Context: an optimization exercise on an open-source flow, tuned for small area, a short achievable clock period and few clock cycles. The choices shown serve that exercise and are no tape-out recipe.
Where RTL was checked, it was by simulation tests only, not by an equivalence proof against the original.

== job 3111 ==
==> flow/design.v (excerpt) <==
module vbc_block_decoder (
    input  wire        clk,
    input  wire        rst,           
    input  wire        in_valid,
    output wire        in_ready,
    input  wire [31:0] in_data,       
    input  wire [4:0]  in_w,          
    output reg         out_valid,
    output wire [15:0] out_sample,    
    output reg         out_last       
);
clock: 10.0 ns
lec_check: 0
abc_area: 1
cap_margin: 20
core_margin: 2
core_utilization: 40
cts_cluster_diameter: 100
cts_cluster_size: 25
place_density: 0.65
setup_slack_margin: 4.25
slew_margin: 20
run.sh (not shown) runs the stock make flow with config.mk's settings and CLKGATE_MAP_FILE= SYNTH_SCRIPT=/design/flow/synth_recipe.tcl, a recipe that flattens the netlist after the stock synthesis.
No stage failed in job 3111, and the final checks on the layout all came back clean.
Testbench counts of job 3111, summed over its fixed seeds: cycles 98,969.
Input changes introduced in job 3240 (baseline for comparison: job 3111):
Settings: SETUP_SLACK_MARGIN now 4.0, was 4.25; ABC_AREA now 0, was 1; PLACE_DENSITY no longer set, was 0.65.
[summary]
Diff job 3111 -> job 3240: routed metal-1 wirelength +1.2%. Min fmax across job 3240 and job 3111: job 3240. The clock-buffer cell count in job 3240 sits about 4% below the value recorded for job 3111. Number of tap instances (lower): job 3111. In the metrics for job 3240 and job 3111, the one carrying the lower area growth from synthesis to layout is job 3111.
Here is what was changed in the inputs of job 8711 compared with job 3240.
Settings: CTS_CLUSTER_DIAMETER changed from 100 to 60; SETUP_SLACK_MARGIN changed from 4.0 to 4.25; CTS_BUF_LIST newly set to sky130_fd_sc_hd__clkbuf_8; CTS_CLUSTER_SIZE changed from 25 to 15; ABC_AREA changed from 0 to 1.
## What came out
Job 8711 gives less final standard cell area without fillers than job 3240 did. The share of the clock period used by the worst path after layout number comes out higher for job 3240 vs job 8711. Taking job 3240 as the reference point, the layout clock buffer count of job 8711 rises by 61%. In the reports for job 8711 and job 3240, the smaller wire length after detailed routing belongs to job 8711. When job 8711 is measured against job 3240, its critical path depth turns out about 35% higher. Worst slew slack as a fraction of its limit | job 8711 above job 3240. | shortest period the worst path allows | job 8711 vs job 3240 | 0.74 ns lower |. Job 8711 ends up with a met1 usage that is 1.0 points lower than in job 3240.
#### Input delta (job 1054 over job 8711)
Settings: changing CTS_CLUSTER_SIZE from 15 to 25; changing SETUP_SLACK_MARGIN from 4.25 to 4.75; changing CTS_CLUSTER_DIAMETER from 60 to 100; removing CTS_BUF_LIST (formerly sky130_fd_sc_hd__clkbuf_8).
==> comparison <==
Summary of job 1054 over job 8711: number of stages on the worst setup path fell by 2.9%; via count stayed essentially flat. Job 1054 and job 8711 ended up with nearly the same global-route usage. Side by side, transition time of the tightest slew-check pin turned out higher in job 1054 than in job 8711. Summary of job 1054 over job 8711: highest clock rate went up, latest clock arrival within the worst-skew pair went down, CTS H-tree depth went down. In job 1054 the worst setup slack after layout turned out 0.20 ns higher than in job 8711.


== run 1 ==
vbc_block_decoder again, from the RTL that the note above started with.
clock: 10.0 ns
lec_check: 0
abc_area: 1
cap_margin: 20
core_margin: 2
core_utilization: 40
cts_cluster_diameter: 100
cts_cluster_size: 25
gpl_routability_driven: 0
setup_slack_margin: 4.25
slew_margin: 20
Testbench counts of run 1, summed over its fixed seeds: cycles 98,969.
Setup changes, run 1 to run 2
Settings: changing SETUP_SLACK_MARGIN from 4.25 to 4.0; setting PLACE_DENSITY to 0.7 for the first time; removing GPL_ROUTABILITY_DRIVEN (formerly 0); changing CORE_UTILIZATION from 40 to 55.
Notes after the runs:
Run 2 | stages: all done | timing, DRC, antenna: all pass
Diff run 1 -> run 2: end-of-flow core utilization went up; detailed-routed wire length on met2 went up.
Run 2 vs run 1, capturing element of the worst setup path: ab[12]$_DFF_P_ vs cnt[1]$_SDFF_PP0_
Input changes introduced in run 3 (baseline for comparison: run 2):
Settings: a change of CORE_UTILIZATION from 55 to 40; a deleted PLACE_DENSITY that had been 0.7.
==> flow/flow/run.sh (new file) <==
#!/bin/bash
# The standard layout (standard.sh), with one change: ABC's area script
# (ABC_AREA 1) maps the logic with a stronger script (fraig, scorr, dc2,
# dch -f and the &nf mapper) in place of ORFS's dch and map -B 0.9.
# Everything else is ORFS's own scripts, through a folder of links to them.
set -e
here=$(pwd)
mkdir -p "$here/scripts"
for f in "$FLOW_HOME"/scripts/*; do
    ln -sf "$f" "$here/scripts/$(basename "$f")"
done
rm -f "$here/scripts/abc_area.script"
cp "$here/flow/abc_area.script" "$here/scripts/abc_area.script"
export SCRIPTS_DIR="$here/scripts"
bash standard.sh > "$here/standard.log" 2>&1
==> flow/flow/abc_area.script (new file) <==
strash
&get -n
&fraig -x
&put
dc2
strash
&get -n
&dch -f
&nf
&put
buffer -c
topo
stime -c
upsize -c
dnsize -c
==> flow/standard.sh (new file) <==
#!/bin/bash
# synth_recipe.tcl (not shown) runs the flow's synth.tcl, then flattens the netlist and writes it again
# the make line also repeats each setting of config.mk as NAME=value (left out here)
make -C /OpenROAD-flow-scripts/flow DESIGN_CONFIG=/design/flow/config.mk WORK_HOME=/design/flow/orfs CLKGATE_MAP_FILE= SYNTH_SCRIPT=/design/flow/synth_recipe.tcl "${@:-finish}"
removed: flow/run.sh
## What came out
In the metrics for run 2 and run 3, the one carrying the higher depth of the worst register-to-register path is run 2. Taking run 2 as the reference, in run 3 final design utilization fell by 14 points; clock buffer instance count of the final layout rose by 1; count of buffers from port buffering stayed essentially flat. Total wire length in run 3 vs run 2: down 8.3%. Run 2 has higher global-route wire length before repair than run 3. Run 3 vs. run 2: register share of the cell area has decreased; data arrival time of the worst path has increased. Higher area inside the core boundary was reported by run 3, not run 2. Run 3 ended up with ab[17]$_DFF_P_ as its worst setup path endpoint; run 2 ended up with ab[12]$_DFF_P_.
## Diff of input files: run 4 against run 3
Settings: CTS_CLUSTER_SIZE: 25 -> 30.
==> flow/run.sh (new file) <==
#!/bin/bash
# synth_recipe.tcl (not shown) runs the flow's synth.tcl, then flattens the netlist and writes it again
# the make line also repeats each setting of config.mk as NAME=value (left out here)
make -C /OpenROAD-flow-scripts/flow DESIGN_CONFIG=/design/flow/config.mk WORK_HOME=/design/flow/orfs CLKGATE_MAP_FILE= SYNTH_SCRIPT=/design/flow/synth_recipe.tcl finish
removed: flow/flow/run.sh
removed: flow/flow/abc_area.script
removed: flow/standard.sh
Results
Per the comparison of run 4 with run 3, maximum buffer depth of the clock tree roughly the same; die area picked up an extra 4.8%.
| adder-cell share of the synthesized area | lower: run 4 |
[compare] base=run 3 new=run 4: final weighted congestion in routability-driven placement has decreased, met3 wire length higher, post-layout worst setup margin has increased, multiplexer area fraction after synthesis went down 10 points, global-route wire length before repair went up by 11%.


The RTL this note starts from:
==> flow/design.v <==
module vbc_block_decoder (
    input  wire        clk,
    input  wire        rst,           
    input  wire        in_valid,
    output wire        in_ready,
    input  wire [31:0] in_data,       
    input  wire [4:0]  in_w,          
    output reg         out_valid,
    output wire [15:0] out_sample,    
    output reg         out_last       
);
    reg [31:0] slot0, slot1;
    reg        wp;            
    reg [1:0]  cnt;           
    reg [5:0]  ptr;
    reg [4:0]  w_in;          
    assign in_ready = !cnt[1];
    wire accept = in_valid && !cnt[1];
    reg        hdr;           
    reg        raw;
    reg [1:0]  pred;
    reg [4:0]  w;
    reg [17:0] ab;            
    reg        ua;
    reg [7:0]  idx;           
    reg [3:0]  idle;          
    reg [16:0] u2;            
    reg        v2;
    reg [15:0] hist [0:15];
    assign out_sample = hist[0];
    wire [15:0] wmask = 16'hFFFF >> (5'd16 - w);
    wire [17:0] ub = ua ? {2'b0, u2[15:0]} : 18'd0;
    wire [17:0] cg [0:5];     
    wire [17:0] cp [0:5];
    assign cg[0] = ab & ub;
    assign cp[0] = ab ^ ub;
    genvar gl, gi;
    generate
        for (gl = 0; gl < 5; gl = gl + 1) begin : pfx
            for (gi = 0; gi < 18; gi = gi + 1) begin : bit_
                if (gi >= (1 << gl)) begin : comb
                    assign cg[gl+1][gi] = cg[gl][gi] | (cp[gl][gi] & cg[gl][gi - (1 << gl)]);
                    assign cp[gl+1][gi] = cp[gl][gi] & cp[gl][gi - (1 << gl)];
                end else begin : pass
                    assign cg[gl+1][gi] = cg[gl][gi];
                    assign cp[gl+1][gi] = cp[gl][gi];
                end
            end
        end
    endgenerate
    wire [17:0] carry = {cg[5][16:0], 1'b0};      
    wire [17:0] a     = cp[0] ^ carry;
    wire [17:0] hi    = ab | ub;
    reg  [15:0] kt;
    integer j;
    always @(*) begin
        kt[0] = 1'b1;
        for (j = 1; j < 16; j = j + 1)
            kt[j] = (j < w) && (((hi >> (j + 2)) != 18'd0) || carry[j + 2]);
    end
    reg  [3:0] k;
    always @(*) begin
        k = 4'd0;
        for (j = 1; j < 16; j = j + 1)
            if (kt[j]) k = j;
    end
    wire [15:0] kmask = {1'b0, kt[15:1]};
    wire [31:0] wd0 = ptr[5] ? slot1 : slot0;
    wire [31:0] wd1 = ptr[5] ? slot0 : slot1;
    wire [63:0] win = {wd1, wd0};
    wire [31:0] S   = win >> ptr[4:0];
    reg  [4:0]  q;
    integer m;
    always @(*) begin
        q = 5'd16;
        for (m = 15; m >= 0; m = m - 1)
            if (!S[m]) q = m;
    end
    wire esc = q[4];
    wire [31:0] Sr = S >> (q[3:0] + 5'd1);
    reg  [16:0] u;
    always @(*) begin
        if (raw)      u = {S[15:0] & wmask, 1'b0};
        else if (esc) u = {1'b0, S[31:16] & wmask};
        else          u = ({13'd0, q[3:0]} << k) | {1'b0, Sr[15:0] & kmask};
    end
    wire [5:0]  pos_raw = {1'b0, ptr[4:0]} + {1'b0, w};
    wire [5:0]  pos_esc = pos_raw + 6'd16;
    wire [5:0]  pos_k   = {1'b0, ptr[4:0]} + {2'b0, k} + 6'd1;
    wire [5:0]  pos_cod = pos_k + {2'b0, q[3:0]};
    wire [5:0]  end_pos = raw ? pos_raw : esc ? pos_esc : pos_cod;
    wire        strad   = end_pos > 6'd32;
    wire        go      = !hdr && cnt != 2'd0 && (cnt[1] || !strad) && (idx == 8'd0 || idle == 4'd0);
    wire        last    = (idx == 8'd255);
    wire        hgo     = hdr && cnt != 2'd0;
    wire [1:0]  npop    = hgo ? 2'd1 : !go ? 2'd0 : last ? {strad, !strad} : {1'b0, end_pos[5]};
    wire [1:0]  cnt_a   = cnt + {1'b0, accept};
    wire [1:0]  cnt_a1  = cnt_a - 2'd1;
    wire [1:0]  cnt_n   = npop[1] ? 2'd0 : npop[0] ? cnt_a1 : cnt_a;
    wire        upd     = go && !raw;
    wire [17:0] a_dec   = a - {2'b0, a[17:2]};
    wire [17:0] ab_n    = upd ? a_dec : a;
    always @(posedge clk) begin
        if (rst) begin
            cnt <= 2'd0;
            wp  <= 1'b0;
            ptr <= 6'd0;
            hdr <= 1'b1;
            idx <= 8'd0;
            v2  <= 1'b0;
            out_valid <= 1'b0;
        end else begin
            cnt <= cnt_n;
            wp  <= wp ^ accept;
            if (hgo || (go && last))
                ptr <= {ptr[5] ^ npop[0], 5'd0};
            else if (go)
                ptr <= {ptr[5] ^ end_pos[5], end_pos[4:0]};
            if (hdr) begin
                if (cnt != 2'd0) begin
                    hdr  <= 1'b0;
                    w    <= w_in;
                    pred <= wd0[1:0];
                    raw  <= wd0[6];
                end
            end else if (go) begin
                idx <= idx + 8'd1;
                if (last) hdr <= 1'b1;
            end
            v2 <= go;
            out_valid <= v2;
        end
        if (accept) w_in <= in_w;
        if (accept && !wp) slot0 <= in_data;
        if (accept &&  wp) slot1 <= in_data;
        if (hdr) begin
            ab <= 18'd4 << wd0[5:2];
            ua <= 1'b0;
        end else begin
            ab <= ab_n;
            ua <= upd;
        end
        idle     <= go ? 4'd0 : idle + 4'd1;
        u2       <= u;
        out_last <= (idx == 8'd0);
    end
    wire        first = (idx == 8'd1);
    wire        x0    = (idx[3:0] == 4'd1);
    wire        y0    = (idx[7:4] == 4'd0 && idx[3:0] != 4'd0) || (idx == 8'd16);
    reg  [15:0] p;
    always @(*) begin
        if (first || pred == 2'd0 || raw) p = 16'd0;
        else if (pred == 2'd1)            p = x0 ? hist[15] : hist[0];
        else                              p = y0 ? hist[0] : hist[15];
    end
    wire [15:0] r = u2[16:1] ^ {16{u2[0]}};
    wire [15:0] s = (p + r) & wmask;
    integer h;
    always @(posedge clk) begin
        hist[0] <= v2 ? s : hist[15];
        for (h = 1; h < 16; h = h + 1) hist[h] <= hist[h-1];
    end
endmodule
Settings: LEC_CHECK=0, ABC_AREA=1, CAP_MARGIN=20, CORE_MARGIN=2, CORE_UTILIZATION=40, SETUP_SLACK_MARGIN=5.0, SLEW_MARGIN=20; clock period 10.0 ns.
Stock flow here: none of the scripts above is used.
The baseline completed with no timing, DRC or antenna violations.
Next try:
Settings changed: SETUP_SLACK_MARGIN 5.0 to not set.
The new run completed without violations.
Wire length fell by roughly a tenth.
Utilization fell by 5.0 points.
Count of clock-buffer cells in the layout fell by 10.
Sequential share of layout area rose by 3.8 points.
Worst hold slack got worse by 0.019 ns.
Via count fell by a few percent.
Sequential cell count does not change.
Synthesized cell count is unchanged.
Final area fell by roughly a tenth.
Global-route usage fell by 2.1 points.
Function was not checked in any run of this note: the RTL went through the layout flow alone.


onyx:
RTL: the design.v shown in full above, as it stands there.
Settings: LEC_CHECK=0, ABC_AREA=1, CAP_MARGIN=20, CORE_MARGIN=2, CORE_UTILIZATION=40, SETUP_SLACK_MARGIN=4.0, SLEW_MARGIN=20; clock period 10.0 ns.
Edits applied to the flow inputs when going from onyx to zinc:
Settings: changing SETUP_SLACK_MARGIN from 4.0 to 3.0.
--- outcome ---
- Going from onyx to zinc, the cell count was found to have gone down by 23.
- Against onyx, number of ordinary inverters in the final layout in zinc fell slightly.
- After detailed routing, onyx needs more wire than zinc.
- Lower met2 layer usage reported by global route goes to zinc over onyx.
- Diff onyx -> zinc: filler cell count in the final layout moved up; total iterations of the first detailed-routing run moved down; met3 track utilization from global routing level; global-route usage moved down; share of the final layout cell area in sequential cells moved up.
The inputs of amber differ from those of zinc as listed below.
Settings: swapping 3.0 for 5.0 in SETUP_SLACK_MARGIN; putting TNS_END_PERCENT at 0 where nothing was set.
==> run summary <==
The maximum frequency in amber sits about 15% above the value recorded for zinc.
Compared with zinc, amber shows number of global-route vias before repair that has gone up by a few percent.
Looking at number of fill cells, amber sits below zinc.
From zinc to amber the numbers moved as follows: worst-path maximum fanout shows a reduction of 52, worst hold margin shows an increase of 22 ps.
Function was not checked in any run of this note: the RTL went through the layout flow alone.


Setup of build 95:
RTL: one of the versions met above, not the one the previous note started from.
For scale: roughly 2400 cells after synthesis, about 390 flip-flops, ~19000 sq um of cells after synthesis.
Design vbc_block_decoder, start of the top module:
module vbc_block_decoder (
    input  wire        clk,
    input  wire        rst,           
    input  wire        in_valid,
    output wire        in_ready,
    input  wire [31:0] in_data,       
    input  wire [4:0]  in_w,          
    output reg         out_valid,
    output wire [15:0] out_sample,    
    output reg         out_last       
);
    reg [31:0] slot0, slot1;
    reg        wp;            
    reg [1:0]  cnt;           
    reg [5:0]  ptr;
    reg [4:0]  w_in;          
    assign in_ready = !cnt[1];
    wire accept = in_valid && !cnt[1];
    reg        hdr;           
    reg        raw;
    reg [1:0]  pred;
    reg [4:0]  w;
    reg [17:0] ab;            
    reg        ua;
    reg [7:0]  idx;           
    reg [3:0]  idle;          
    reg [16:0] u2;            
    reg        v2;
    reg [15:0] hist [0:15];
    assign out_sample = hist[0];
    reg  [15:0] wmask;        
    integer wi;
    always @(*)
        for (wi = 0; wi < 16; wi = wi + 1)
            wmask[wi] = w > wi;
    wire [17:0] ub = ua ? {2'b0, u2[15:0]} : 18'd0;
    wire [17:0] cg [0:5];     
    wire [17:0] cp [0:5];
    assign cg[0] = ab & ub;
    assign cp[0] = ab ^ ub;
    genvar gl, gi;
    generate
        for (gl = 0; gl < 5; gl = gl + 1) begin : pfx
            for (gi = 0; gi < 18; gi = gi + 1) begin : bit_
                if (gi >= (1 << gl)) begin : comb
                    assign cg[gl+1][gi] = cg[gl][gi] | (cp[gl][gi] & cg[gl][gi - (1 << gl)]);
                    assign cp[gl+1][gi] = cp[gl][gi] & cp[gl][gi - (1 << gl)];
                end else begin : pass
                    assign cg[gl+1][gi] = cg[gl][gi];
                    assign cp[gl+1][gi] = cp[gl][gi];
                end
            end
        end
    endgenerate
    wire [17:0] carry = {cg[5][16:0], 1'b0};      
    wire [17:0] a     = cp[0] ^ carry;
    wire [17:0] hi    = ab | ub;
    reg  [15:0] kt;
    integer j;
    always @(*) begin
        kt[0] = 1'b1;
        for (j = 1; j < 16; j = j + 1)
            kt[j] = wmask[j] && (((hi >> (j + 2)) != 18'd0) || carry[j + 2]);
    end
    reg  [3:0] k;
    always @(*) begin
        k = 4'd0;
        for (j = 1; j < 16; j = j + 1)
  ...
clock: 10.0 ns
lec_check: 0
abc_area: 1
cap_margin: 20
core_margin: 2
core_utilization: 35
cts_cluster_diameter: 100
cts_cluster_size: 25
setup_slack_margin: 4.25
slew_margin: 20
Build 95: full flow OK, the timing, design-rule and antenna checks passed
Testbench counts of build 95, summed over its fixed seeds: cycles 98,969.
Changes in build 5 relative to build 95:
Settings: CORE_UTILIZATION now 48, was 35; PLACE_DENSITY now 0.65, previously not set.
--- outcome ---
- Changes observed in build 5 relative to build 95: max-slew headroom at the worst pin decreased by 9.0 points relative to the old numbers, clock buffer and inverter area fraction after layout increased by 0.16 points relative to the old numbers.
### build 5 -> build 57
Settings: changing CORE_UTILIZATION from 48 to 40; removing PLACE_DENSITY (formerly 0.65); changing CAP_MARGIN from 20 to 5; changing SLEW_MARGIN from 20 to 5.
[summary]
- Build 57: non-filler instance count after layout higher than build 5
- | fraction of met3 tracks used by global routing | build 57 vs build 5 | 0.81 points higher |
- Looking at total detailed-routing wirelength across build 5 and build 57, the one that comes out lower is build 5.
- Lower count of nets after finishing goes to build 57 over build 5.
Inputs modified between build 57 and build 9:
Settings: changing CAP_MARGIN from 5 to 20; changing SLEW_MARGIN from 5 to 20; setting GPL_TIMING_DRIVEN to 0 for the first time.
==> comparison <==
Build 9 against build 57: design area climbed 3.8%. Slowest cell on the critical path: sky130_fd_sc_hd__ha_1 -> build 57, sky130_fd_sc_hd__fa_2 -> build 9. Global router's overall resource usage up 2.6 points in build 9 wrt build 57.

==> port drivers added, routing unchanged <==
In the flow no input, the clock included, has a driving cell. The finished layouts below were timed again as built, in two steps. Step 1, drivers: a clkbuf_16 drives clk and a buf_2 each remaining input, both assumed. Step 2 also shifts input and output timing later by t, the mid clock arrival at the registers, as if the neighbouring blocks saw the same clock. Slacks: no drivers / after step 1 / after step 2; pairs: no drivers / after step 1.
| run | shift t [ns] | setup WS [ns] | hold slack, ns | slew at the worst register clock pin (ns) |
|---|---|---|---|---|
| job 3111 | 0.606 | 4.543 / 4.543 / 4.543 | 0.317 / 0.317 / 0.317 | 0.11 / 0.11 |
| job 3240 | 0.627 | 3.774 / 3.774 / 3.774 | 0.314 / 0.314 / 0.314 | 0.11 / 0.11 |
| job 8711 | 0.656 | 4.516 / 4.516 / 4.516 | 0.316 / 0.316 / 0.316 | 0.09 / 0.09 |
| job 1054 | 0.608 | 4.720 / 4.720 / 4.720 | 0.328 / 0.328 / 0.328 | 0.10 / 0.10 |
| run 1 | 0.595 | 4.475 / 4.475 / 4.475 | 0.316 / 0.316 / 0.316 | 0.11 / 0.11 |
| run 2 | 0.597 | 4.356 / 4.356 / 4.356 | 0.305 / 0.305 / 0.305 | 0.10 / 0.10 |
| run 3 | 0.604 | 3.463 / 3.463 / 3.463 | 0.314 / 0.314 / 0.314 | 0.11 / 0.11 |
| run 4 | 0.605 | 4.388 / 4.388 / 4.388 | 0.331 / 0.331 / 0.331 | 0.12 / 0.12 |
| the first run of note 3 | 0.621 | 4.441 / 4.441 / 4.441 | 0.324 / 0.324 / 0.324 | 0.07 / 0.07 |
| the second run of note 3 | 0.625 | 2.790 / 2.790 / 2.790 | 0.304 / 0.304 / 0.304 | 0.07 / 0.07 |
| onyx | 0.625 | 4.271 / 4.271 / 4.271 | 0.304 / 0.304 / 0.304 | 0.07 / 0.07 |
| zinc | 0.627 | 3.538 / 3.538 / 3.538 | 0.302 / 0.302 / 0.302 | 0.07 / 0.07 |
| amber | 0.617 | 4.404 / 4.404 / 4.404 | 0.323 / 0.323 / 0.323 | 0.07 / 0.07 |
| build 95 | 0.619 | 4.453 / 4.453 / 4.453 | 0.317 / 0.317 / 0.317 | 0.10 / 0.10 |
| build 5 | 0.604 | 4.569 / 4.569 / 4.569 | 0.304 / 0.304 / 0.304 | 0.10 / 0.10 |
| build 57 | 0.605 | 4.495 / 4.495 / 4.495 | 0.327 / 0.327 / 0.327 | 0.10 / 0.10 |
| build 9 | 0.618 | 4.509 / 4.509 / 4.509 | 0.322 / 0.322 / 0.322 | 0.10 / 0.10 |
After both steps setup and hold are still met in every run listed.
